Background: an optimization exercise with open tools, aiming at small area and a short achievable clock period. Do not read the settings as production practice.
Function not checked in this run: the RTL went through the layout flow alone.

==> config.mk <==
export PLATFORM = sky130hd
export DESIGN_NAME = lmcol
export DESIGN_NICKNAME = lmcol
export VERILOG_FILES = /design/flow/design.v
export SDC_FILE = /design/flow/constraint.sdc
export NUM_CORES = 4
export LEC_CHECK = 0
export CAP_MARGIN = 20
export CORE_MARGIN = 2
export CORE_UTILIZATION = 40
export PLACE_DENSITY = 0.6
export SLEW_MARGIN = 20
==> constraint.sdc <==
create_clock -name core_clock -period 30.0 [get_ports {clk}]
set_input_delay 6.0000 -clock core_clock [delete_from_list [all_inputs] [get_ports {clk}]]
set_output_delay 6.0000 -clock core_clock [all_outputs]
set_load 0.01 [all_outputs]
==> design.v <==
module lmcol_cell (
    input  wire [7:0] a,
    input  wire [7:0] b,
    input  wire       on,
    output wire       live,
    output wire       nr,
    output wire       s,
    output wire [7:0] q
);
    wire a_nz = |a[6:0];                  
    wire b_nz = |b[6:0];
    assign nr   = on & ((a[7] & ~a_nz) | (b[7] & ~b_nz));
    assign live = on & a_nz & b_nz;
    assign s    = a[7] ^ b[7];
    assign q    = {1'b0, a[6:0]} + {1'b0, b[6:0]};
endmodule
module lmcol_max16 (
    input  wire [111:0] key,            
    output wire [5:0]   mx
);
    reg [6:0] t [0:30];
    integer i;
    always @* begin
        for (i = 0; i < 16; i = i + 1)
            t[i] = key[7*i +: 7];
        for (i = 0; i < 15; i = i + 1)
            t[16+i] = (t[2*i] > t[2*i+1]) ? t[2*i] : t[2*i+1];
    end
    assign mx = t[30][5:0];
endmodule
module lmcol_term (
    input  wire       live,
    input  wire       s,
    input  wire [1:0] k,
    input  wire [6:0] sh,
    output wire [37:0] t
);
    reg [11:0] d;
    always @* begin
        case (k)
            2'd0:    d = 12'd2048;
            2'd1:    d = 12'd2435;
            2'd2:    d = 12'd2896;
            default: d = 12'd3444;
        endcase
    end
    wire signed [12:0] v  = s ? -$signed({1'b0, d}) : $signed({1'b0, d});
    wire signed [37:0] w  = {v, 25'd0};
    wire signed [37:0] al = w >>> sh;
    wire        [37:0] tv = live ? al : 38'd0;
    assign t = {~tv[37], tv[36:0]};
endmodule
module lmcol_csa16 (
    input  wire [607:0] in,             
    output wire [39:0]  x,
    output wire [39:0]  y
);
    function [79:0] fa;                 
        input [39:0] a, b, c;
        begin
            fa[39:0]  = a ^ b ^ c;
            fa[79:40] = {((a & b) | (a & c) | (b & c)), 1'b0};
        end
    endfunction
    wire [39:0] o [0:15];
    genvar gi;
    generate
        for (gi = 0; gi < 16; gi = gi + 1) begin : g_in
            assign o[gi] = {2'b00, in[38*gi +: 38]};
        end
    endgenerate
    wire [79:0] a0 = fa(o[0], o[1], o[2]);
    wire [79:0] a1 = fa(o[3], o[4], o[5]);
    wire [79:0] a2 = fa(o[6], o[7], o[8]);
    wire [79:0] a3 = fa(o[9], o[10], o[11]);
    wire [79:0] a4 = fa(o[12], o[13], o[14]);
    wire [79:0] b0 = fa(a0[39:0], a0[79:40], a1[39:0]);
    wire [79:0] b1 = fa(a1[79:40], a2[39:0], a2[79:40]);
    wire [79:0] b2 = fa(a3[39:0], a3[79:40], a4[39:0]);
    wire [79:0] c0 = fa(b0[39:0], b0[79:40], b1[39:0]);
    wire [79:0] c1 = fa(b1[79:40], b2[39:0], b2[79:40]);
    wire [79:0] d0 = fa(c0[39:0], c0[79:40], c1[39:0]);
    wire [79:0] d1 = fa(c1[79:40], a4[79:40], o[15]);
    wire [79:0] e0 = fa(d0[39:0], d0[79:40], d1[39:0]);
    wire [79:0] f0 = fa(e0[39:0], e0[79:40], d1[79:40]);
    assign x = f0[39:0];
    assign y = f0[79:40];
endmodule
module lmcol_gnorm (
    input  wire [39:0] g,
    output wire [39:0] gn,
    output wire [5:0]  lz,
    output wire        gz
);
    wire [38:0] v = g[39:1] ^ g[38:0];     
    wire [6:0]  c;
    lmcol_lzc64 u_lzc (.x({v, 25'd1}), .n(c));    
    assign lz = c[5:0];
    assign gn = g << c[5:0];
    assign gz = (g == 40'd0);
endmodule
module lmcol_lzc64 (
    input  wire [63:0] x,
    output wire [6:0]  n
);
    wire [63:0]  z0 = ~x;
    wire [31:0]  z1;  wire [31:0]  c1;         
    wire [15:0]  z2;  wire [31:0]  c2;         
    wire [7:0]   z3;  wire [23:0]  c3;         
    wire [3:0]   z4;  wire [15:0]  c4;         
    wire [1:0]   z5;  wire [9:0]   c5;         
    wire         z6;  wire [5:0]   c6;
    genvar i;
    generate
        for (i = 0; i < 32; i = i + 1) begin : l1
            assign z1[i] = z0[2*i+1] & z0[2*i];
            assign c1[i] = z0[2*i+1];
        end
        for (i = 0; i < 16; i = i + 1) begin : l2
            assign z2[i] = z1[2*i+1] & z1[2*i];
            assign c2[2*i +: 2] = z1[2*i+1] ? {1'b1, c1[2*i]} : {1'b0, c1[2*i+1]};
        end
        for (i = 0; i < 8; i = i + 1) begin : l3
            assign z3[i] = z2[2*i+1] & z2[2*i];
            assign c3[3*i +: 3] = z2[2*i+1] ? {1'b1, c2[2*(2*i) +: 2]} : {1'b0, c2[2*(2*i+1) +: 2]};
        end
        for (i = 0; i < 4; i = i + 1) begin : l4
            assign z4[i] = z3[2*i+1] & z3[2*i];
            assign c4[4*i +: 4] = z3[2*i+1] ? {1'b1, c3[3*(2*i) +: 3]} : {1'b0, c3[3*(2*i+1) +: 3]};
        end
        for (i = 0; i < 2; i = i + 1) begin : l5
            assign z5[i] = z4[2*i+1] & z4[2*i];
            assign c5[5*i +: 5] = z4[2*i+1] ? {1'b1, c4[4*(2*i) +: 4]} : {1'b0, c4[4*(2*i+1) +: 4]};
        end
    endgenerate
    assign z6 = z5[1] & z5[0];
    assign c6 = z5[1] ? {1'b1, c5[4:0]} : {1'b0, c5[9:5]};
    assign n  = z6 ? 7'd64 : {1'b0, c6};
endmodule
module lmcol_tally (
    input  wire              t_nr,
    input  wire              t_satf,
    input  wire [7:0]        t_x,
    input  wire [39:0]       t_m,
    input  wire              t_z,       
    input  wire              g_nr,
    input  wire [39:0]       g_n,
    input  wire signed [10:0] g_t,      
    input  wire [7:0]        g_z86,     
    output reg               n_nr,
    output reg               n_satf,
    output reg  [7:0]        n_x,
    output reg  [39:0]       n_m,
    output reg               n_z
);
    wire [7:0]         t_xe = t_z ? 8'd0 : t_x;
    wire signed [11:0] tx2 = {4'd0, t_xe} + 12'sd2;
    wire signed [11:0] du  = tx2 - {g_t[10], g_t};
    wire signed [11:0] ndu = {g_t[10], g_t} - tx2;
    wire               swp = du[11];             
    wire [11:0]        dda = swp ? ndu : du;
    wire [5:0]         dd  = (|dda[11:6]) ? 6'd63 : dda[5:0];
    wire [39:0]        opa = swp ? g_n : t_m;
    wire [39:0]        opb = swp ? t_m : g_n;
    wire signed [11:0] tmax = swp ? {g_t[10], g_t} : tx2;    
    reg [41:0] bs;
    reg        stk;
    always @* begin
        bs  = {opb[39], opb, 1'b0};
        stk = 1'b0;
        if (dd[5]) begin stk = stk | (|bs[31:0]); bs = {{32{bs[41]}}, bs[41:32]}; end
        if (dd[4]) begin stk = stk | (|bs[15:0]); bs = {{16{bs[41]}}, bs[41:16]}; end
        if (dd[3]) begin stk = stk | (|bs[7:0]);  bs = {{8{bs[41]}},  bs[41:8]};  end
        if (dd[2]) begin stk = stk | (|bs[3:0]);  bs = {{4{bs[41]}},  bs[41:4]};  end
        if (dd[1]) begin stk = stk | (|bs[1:0]);  bs = {{2{bs[41]}},  bs[41:2]};  end
        if (dd[0]) begin stk = stk | bs[0];       bs = {bs[41],       bs[41:1]};  end
    end
    wire [42:0] s = {opa[39], opa, 2'b00} + {bs, stk};
    wire [41:0] v = s[42:1] ^ s[41:0];
    wire [63:0] mk = (tmax > 12'sd42) ? 64'd0 : (64'd1 << (12'sd42 - tmax));   
    wire [63:0] lzin = {v | mk[41:0], 22'd0};
    wire [6:0]  lzc;
    lmcol_lzc64 u_lzc (.x(lzin), .n(lzc));
    wire [5:0]  t  = (lzc > 7'd42) ? 6'd43 : (lzc[5:0] + 6'd1);    
    wire [43:0] sl = {s[42], s} << t;
    wire [39:0] mm = sl[43:4];
    wire signed [11:0] xx = tmax - $signed({6'd0, t});            
    wire [41:0] mono = ~s[41:0] | s[42:1];
    wire        negp = s[42] & (&mono);
    wire        fix  = negp & ~mm[38];
    wire signed [11:0] xf = xx + {11'd0, fix};
    wire [39:0] mf = fix ? {2'b11, 38'd0} : mm;
    wire        sz = (s == 43'd0);
    wire        sat = (xf > 12'sd255);
    always @* begin
        n_nr   = t_nr;
        n_satf = t_satf;
        n_x    = t_x;
        n_m    = t_m;
        n_z    = t_z;
        if (t_nr || g_nr) begin
            n_nr = 1'b1;
        end else if (t_satf) begin
        end else if (sz) begin
            n_x = (t_xe > 8'd80 && (t_xe - 8'd80) > g_z86) ? (t_xe - 8'd80) : g_z86;
            n_m = 40'd0;
            n_z = 1'b1;
        end else if (sat) begin
            n_satf = 1'b1;
            n_z    = 1'b0;
            n_x    = 8'd255;
            n_m    = s[42] ? {20'h80000, 20'h00000} : {20'h7FFFF, 20'h00000};
        end else begin
            n_x = xf[7:0];
            n_m = mf;
            n_z = 1'b0;
        end
    end
endmodule
module lmcol (
    input  wire         clk,
    input  wire         rst,           
    input  wire         in_valid,
    input  wire         in_first,      
    input  wire [1:0]   in_gsel,       
    input  wire [127:0] in_a,          
    input  wire [127:0] in_b,          
    input  wire [7:0]   in_oa,         
    input  wire [7:0]   in_ob,         
    output wire         out_valid,
    output wire [49:0]  out_tally
);
    genvar gi;
    wire [15:0]  lane_on = (in_gsel == 2'd0) ? 16'h000F : (in_gsel == 2'd1) ? 16'h00FF : 16'hFFFF;
    wire [15:0]  c_live, c_nr, c_s;
    wire [127:0] c_q;
    generate
        for (gi = 0; gi < 16; gi = gi + 1) begin : g_cell
            lmcol_cell u_cell (
                .a(in_a[8*gi +: 8]), .b(in_b[8*gi +: 8]), .on(lane_on[gi]),
                .live(c_live[gi]), .nr(c_nr[gi]), .s(c_s[gi]), .q(c_q[8*gi +: 8]));
        end
    endgenerate
    reg         p1_v, p1_f, p1_nr;
    reg [1:0]   p1_gs;
    reg [8:0]   p1_o;
    reg [15:0]  p1_live, p1_s;
    reg [127:0] p1_q;
    always @(posedge clk) begin
        p1_v    <= in_valid & ~rst;
        p1_f    <= in_first;
        p1_nr   <= |c_nr;
        p1_gs   <= in_gsel;
        p1_o    <= {in_oa[7], in_oa} + {in_ob[7], in_ob};
        p1_live <= c_live;
        p1_s    <= c_s;
        p1_q    <= c_q;
    end
    wire [111:0] key;
    generate
        for (gi = 0; gi < 16; gi = gi + 1) begin : g_key
            assign key[7*gi +: 7] = p1_live[gi] ? {1'b1, p1_q[8*gi+2 +: 6]} : 7'd0;
        end
    endgenerate
    wire [5:0] egu;
    lmcol_max16 u_max (.key(key), .mx(egu));
    wire [111:0] c_sh;
    generate
        for (gi = 0; gi < 16; gi = gi + 1) begin : g_sh
            assign c_sh[7*gi +: 7] = {1'b0, egu} - {1'b0, p1_q[8*gi+2 +: 6]} + {5'd0, p1_gs};
        end
    endgenerate
    reg         p2_v, p2_f, p2_nr;
    reg [9:0]   p2_ug;             
    reg [15:0]  p2_live, p2_s;
    reg [31:0]  p2_k;
    reg [111:0] p2_sh;
    always @(posedge clk) begin
        p2_v    <= p1_v & ~rst;
        p2_f    <= p1_f;
        p2_nr   <= p1_nr;
        p2_ug   <= {4'd0, egu} + {p1_o[8], p1_o} + {8'd0, p1_gs};
        p2_live <= p1_live;
        p2_s    <= p1_s;
        p2_sh   <= c_sh;
    end
    generate
        for (gi = 0; gi < 16; gi = gi + 1) begin : g_k
            always @(posedge clk) p2_k[2*gi +: 2] <= p1_q[8*gi +: 2];
        end
    endgenerate
    wire [607:0] terms;
    generate
        for (gi = 0; gi < 16; gi = gi + 1) begin : g_term
            lmcol_term u_term (.live(p2_live[gi]), .s(p2_s[gi]), .k(p2_k[2*gi +: 2]),
                               .sh(p2_sh[7*gi +: 7]), .t(terms[38*gi +: 38]));
        end
    endgenerate
    wire [39:0] cs_x, cs_y;
    lmcol_csa16 u_csa (.in(terms), .x(cs_x), .y(cs_y));
    reg         p3_v, p3_f, p3_nr;
    reg [9:0]   p3_ug;
    reg [39:0]  p3_x, p3_y;
    always @(posedge clk) begin
        p3_v  <= p2_v & ~rst;
        p3_f  <= p2_f;
        p3_nr <= p2_nr;
        p3_ug <= p2_ug;
        p3_x  <= cs_x;
        p3_y  <= cs_y;
    end
    wire [39:0] gsum = p3_x + p3_y;
    wire [39:0] gn;
    wire [5:0]  glz;
    wire        gz;
    lmcol_gnorm u_gnorm (.g(gsum), .gn(gn), .lz(glz), .gz(gz));
    reg         p4_v, p4_f, p4_nr;
    reg [39:0]  p4_gn;
    reg [10:0]  p4_gt;
    reg [7:0]   p4_z86;
    wire [9:0]  ug86 = p3_ug + 10'd18;
    always @(posedge clk) begin
        p4_v  <= p3_v & ~rst;
        p4_f  <= p3_f;
        p4_nr <= p3_nr;
        p4_gn <= gn;
        p4_z86 <= (gz | ug86[9]) ? 8'd0 : ug86[7:0];
        p4_gt <= gz ? 11'h400 : ({p3_ug[9], p3_ug} + 11'sd100 - {5'd0, glz});
    end
    reg         t_nr, t_satf, t_z;
    reg [7:0]   t_x;
    reg [39:0]  t_m;
    wire        n_nr, n_satf, n_z;
    wire [7:0]  n_x;
    wire [39:0] n_m;
    lmcol_tally u_tally (
        .t_nr   (t_nr   & ~p4_f),
        .t_satf (t_satf & ~p4_f),
        .t_x    (t_x    & {8{~p4_f}}),
        .t_m    (t_m    & {40{~p4_f}}),
        .t_z    (t_z    | p4_f),
        .g_nr   (p4_nr),
        .g_n    (p4_gn),
        .g_t    (p4_gt),
        .g_z86  (p4_z86),
        .n_nr   (n_nr),
        .n_satf (n_satf),
        .n_x    (n_x),
        .n_m    (n_m),
        .n_z    (n_z)
    );
    reg o_v;
    always @(posedge clk) begin
        if (rst) begin
            o_v    <= 1'b0;
            t_nr   <= 1'b0;
            t_satf <= 1'b0;
            t_x    <= 8'd0;
            t_m    <= 40'd0;
            t_z    <= 1'b1;
        end else begin
            o_v <= p4_v;
            if (p4_v) begin
                t_nr   <= n_nr;
                t_satf <= n_satf;
                t_x    <= n_x;
                t_m    <= n_m;
                t_z    <= n_z;
            end
        end
    end
    assign out_valid = o_v;
    assign out_tally = {t_nr, t_satf, t_x, t_m};
endmodule
==> run.sh <==
#!/bin/bash
# synth_recipe.tcl (not shown) runs the flow's synth.tcl, then flattens the netlist and writes it again
# the make line also repeats each setting of config.mk as NAME=value (left out here)
make -C /OpenROAD-flow-scripts/flow DESIGN_CONFIG=/design/flow/config.mk WORK_HOME=/design/flow/orfs CLKGATE_MAP_FILE= SYNTH_SCRIPT=/design/flow/synth_recipe.tcl finish
==> flow_summary.json <==
{
  "status": "complete, no violations",
  "cts_tree": "yes",
  "cp-end-kind": "register",
  "syn_area_um2": 83400,
  "synth_async_sr_flop_share": 0,
  "synth-edff-count": 0,
  "insertion_delay_ns": 0.74,
  "tightest_slew_ns": 1.178,
  "h-tree-depth": 3,
  "synth_top_flop_cell": "dfxtp_1",
  "synth.area.top_cells": "fa_1 14%, dfxtp_1 14%, ha_1 11%",
  "nets": 12700,
  "fin_setup_tns_ns": 0,
  "ctsHoldBuffers": 0,
  "wl_um": 343800,
  "viasPerCell": 5.901,
  "synth.top_cell.area_share": 0.1397,
  "dieArea_um2": 212200,
  "cts_made_buffers": 75,
  "hold_class": "register to register",
  "synthSimpleGateAreaFrac": 0.1809,
  "fin_util": 0.4418,
  "hold_viol_final": 0,
  "crit_fanout": 74,
  "place_congestion": 1.077,
  "yosysWarnings": 6,
  "grt_pass1_wl_um": 504700,
  "antenna_found_initial": 8,
  "syn_nets": 12820,
  "drv_cap": 0,
  "synthMuxAreaShare": 0.06577,
  "hpwl_um": 285400,
  "wire_per_inst_um": 24.57,
  "yosysUniqueCellTypes": 114,
  "post_cts_buffers": 0,
  "dr.pass1.iters": 9,
  "grt_max_degree": 90,
  "cts.sinks": 568,
  "synthAdderAreaFrac": 0.2450,
  "ys_ff_latch": 568,
  "cp_slowest_cell": "or4_1",
  "crit_top_cell": "a21oi_1",
  "min_period_over_period": 0.7232,
  "maxSlewHeadroom": 0.2067,
  "root_buffer": "clkbuf_16",
  "drt_iter0_drc": 8031,
  "fmax_mhz": 46.09,
  "cp-start-kind": "register",
  "crit_family": "simple AND/OR/NAND/NOR gates",
  "drc": 0,
  "synth-xor-area-share": 0.03797,
  "skew_ns": 0.04284,
  "dieHeight_um": 460.6,
  "rsz0062_at_grt": "no",
  "synth_top_family_by_area": "compound AO/OA/AOI/OAI gates",
  "slew_violations": 0,
  "drive_above_1_share": 0.04634,
  "arrival_ns": 22.38,
  "synth_area_per_cell_um2": 7.406,
  "coreArea_um2": 207100,
  "synth_seq_area_share": 0.1363,
  "area_delta_synth_final_pct": 9.708,
  "grt_pass1_vias": 79400,
  "die_w_um": 460.6,
  "io_buffers": 328,
  "dr_total_vias": 82580,
  "design.portCount": 329,
  "syn_inst": 11260,
  "cts_max_path_buffers": 3,
  "grt_overflow": 0,
  "numPlacedInstances": 13850,
  "required_ns": 30.68,
  "post_cts_resized": 0,
  "critPathMaxStageDelay_ns": 0.75,
  "yosys.area.top_type": "fa_1",
  "initial_utilization": 0.4027,
  "synth_compound_area_frac": 0.2546,
  "worstSetupPathType": "register to register",
  "clkTransAtPathRegs_ns": 0.06,
  "grtUsageTotal": 0.3149,
  "cp.buffers_inverters": 10,
  "setup_viol": 0,
  "ant_nets": 0,
  "min_period_ns": 21.70,
  "rows": 167,
  "stdcell_count": 14000
}
[logic make-up after synthesis]
kind of cell,Yosys count
and+or+nand+nor,3349
DFF,568
buffers and inverters,1735
adders and majority gates,1284
xor gates and xnor gates,352
AOI/OAI and AO/OA,3444
muxes,528
[cells in the mapped netlist (107+ instances only)]
cell,n
a21o_1,156
a221oi_1,122
inv_1,1039
mux2i_1,415
nand3_1,197
o21ai_0,999
nor2_1,963
dfxtp_1,568
clkbuf_1,557
nor3_1,164
xnor2_1,230
nor2b_1,152
fa_1,582
nand2_1,1287
nand2b_1,158
xor2_1,116
mux2_2,107
ha_1,702
a21oi_1,1092
[registers in the layout, summed over array words and instances (netlist names), 2 cells and up]
name	cells
p4_z86	8
p4_gn	40
p2_k	32
t_m	40
p3_y	38
p1_live	16
p1_s	16
p1_q	128
p1_gs	2
p2_ug	10
p2_sh	112
p4_gt	11
p2_s	16
p3_ug	10
p1_o	9
p2_live	16
p3_x	40
t_x	8
[stage by stage]
step           instance area, um^2  hold WS [ns]  worst slack [ns]
2_1_floorplan                83400        0.3096             12.87
3_3_place_gp                 88790        0.3097             8.801
3_5_place_dp                 88810        0.3121             8.740
4_1_cts                      91420        0.3221             8.646
5_1_grt                      91490        0.3276             6.949
6_report                     91490        0.3177             8.303
[cell type report]
class                           count  area, um^2
Antenna cell                        8       20.02
Clock buffer                       90        2003
Clock inverter                     44       608.1
Fill cell                       21000      115600
Inverter                         1078        4048
Multi-Input combinational cell   8957       65670
Sequential cell                   568       11370
Tap cell                         2788        3488
Timing Repair Buffer              462        4287
[cells in the final DEF (no fill, tap or decap), types with 75 or more instances in the layout]
cell and n:
nand2_1 1287, a221oi_1 122, inv_1 1037, dfxtp_1 568, o211ai_1 81, xor2_1 116
fa_1 582, and3_1 76, nor2b_1 152, a22oi_1 84, buf_4 133, nor3_1 160
a31oi_1 89, a21oi_1 1086, clkdlybuf4s50_1 328, nor2_1 961, o21ai_0 998, xnor2_1 229
o21bai_1 88, nand2b_1 158, ha_1 700, a211oi_1 98, clkbuf_16 75, mux2_2 107
nand3_1 197, a21o_1 155, mux2i_1 415
[final timing paths]
kind	endpoint	cells after the start	startpoint	slack, ns
setup / recovery	t_m[4]	74	p4_f	8.30
hold / removal	p2_k[7]	0	p1_q[25]	0.32
setup reg to reg	t_m[4]	74	p4_f	8.30
hold reg to reg	p2_k[7]	0	p1_q[25]	0.32
[layer usage]
layer | track usage | part of all wire | vias to the layer above
li1 | - | - | 39070
met1 | 0.3788 | 0.39 | 39300
met2 | 0.5189 | 0.46 | 3402
met3 | 0.04289 | 0.064 | 801
met4 | 0.2198 | 0.082 | 4
met5 | 0 | 0.000079 | -

## separate check: timing with driven ports
In the flow no input, the clock included, has a driving cell. The finished layout below was timed again as built, in two steps.
Step 1, drivers: a clkbuf_16 drives clk and a buf_2 each remaining input, both assumed.
Step 2 moves the port delays by t, midway between the first and last clock arrival at a register: inputs arrive t later, outputs are due t later. That takes back most of the time a late clock gives input paths.
a / b / c = no drivers / after step 1 / after step 2; a / b = the first two.
shift t [ns]: 0.817
setup slack, ns: 8.303 / 8.303 / 8.303
worst setup path at the end: register to register
slew at the worst register clock pin (ns): 0.07 / 0.07
After both steps this run still meets setup and hold. For this run, drivers alone change the setup slack by 0.000 ns; drivers and shift together by 0.000 ns.
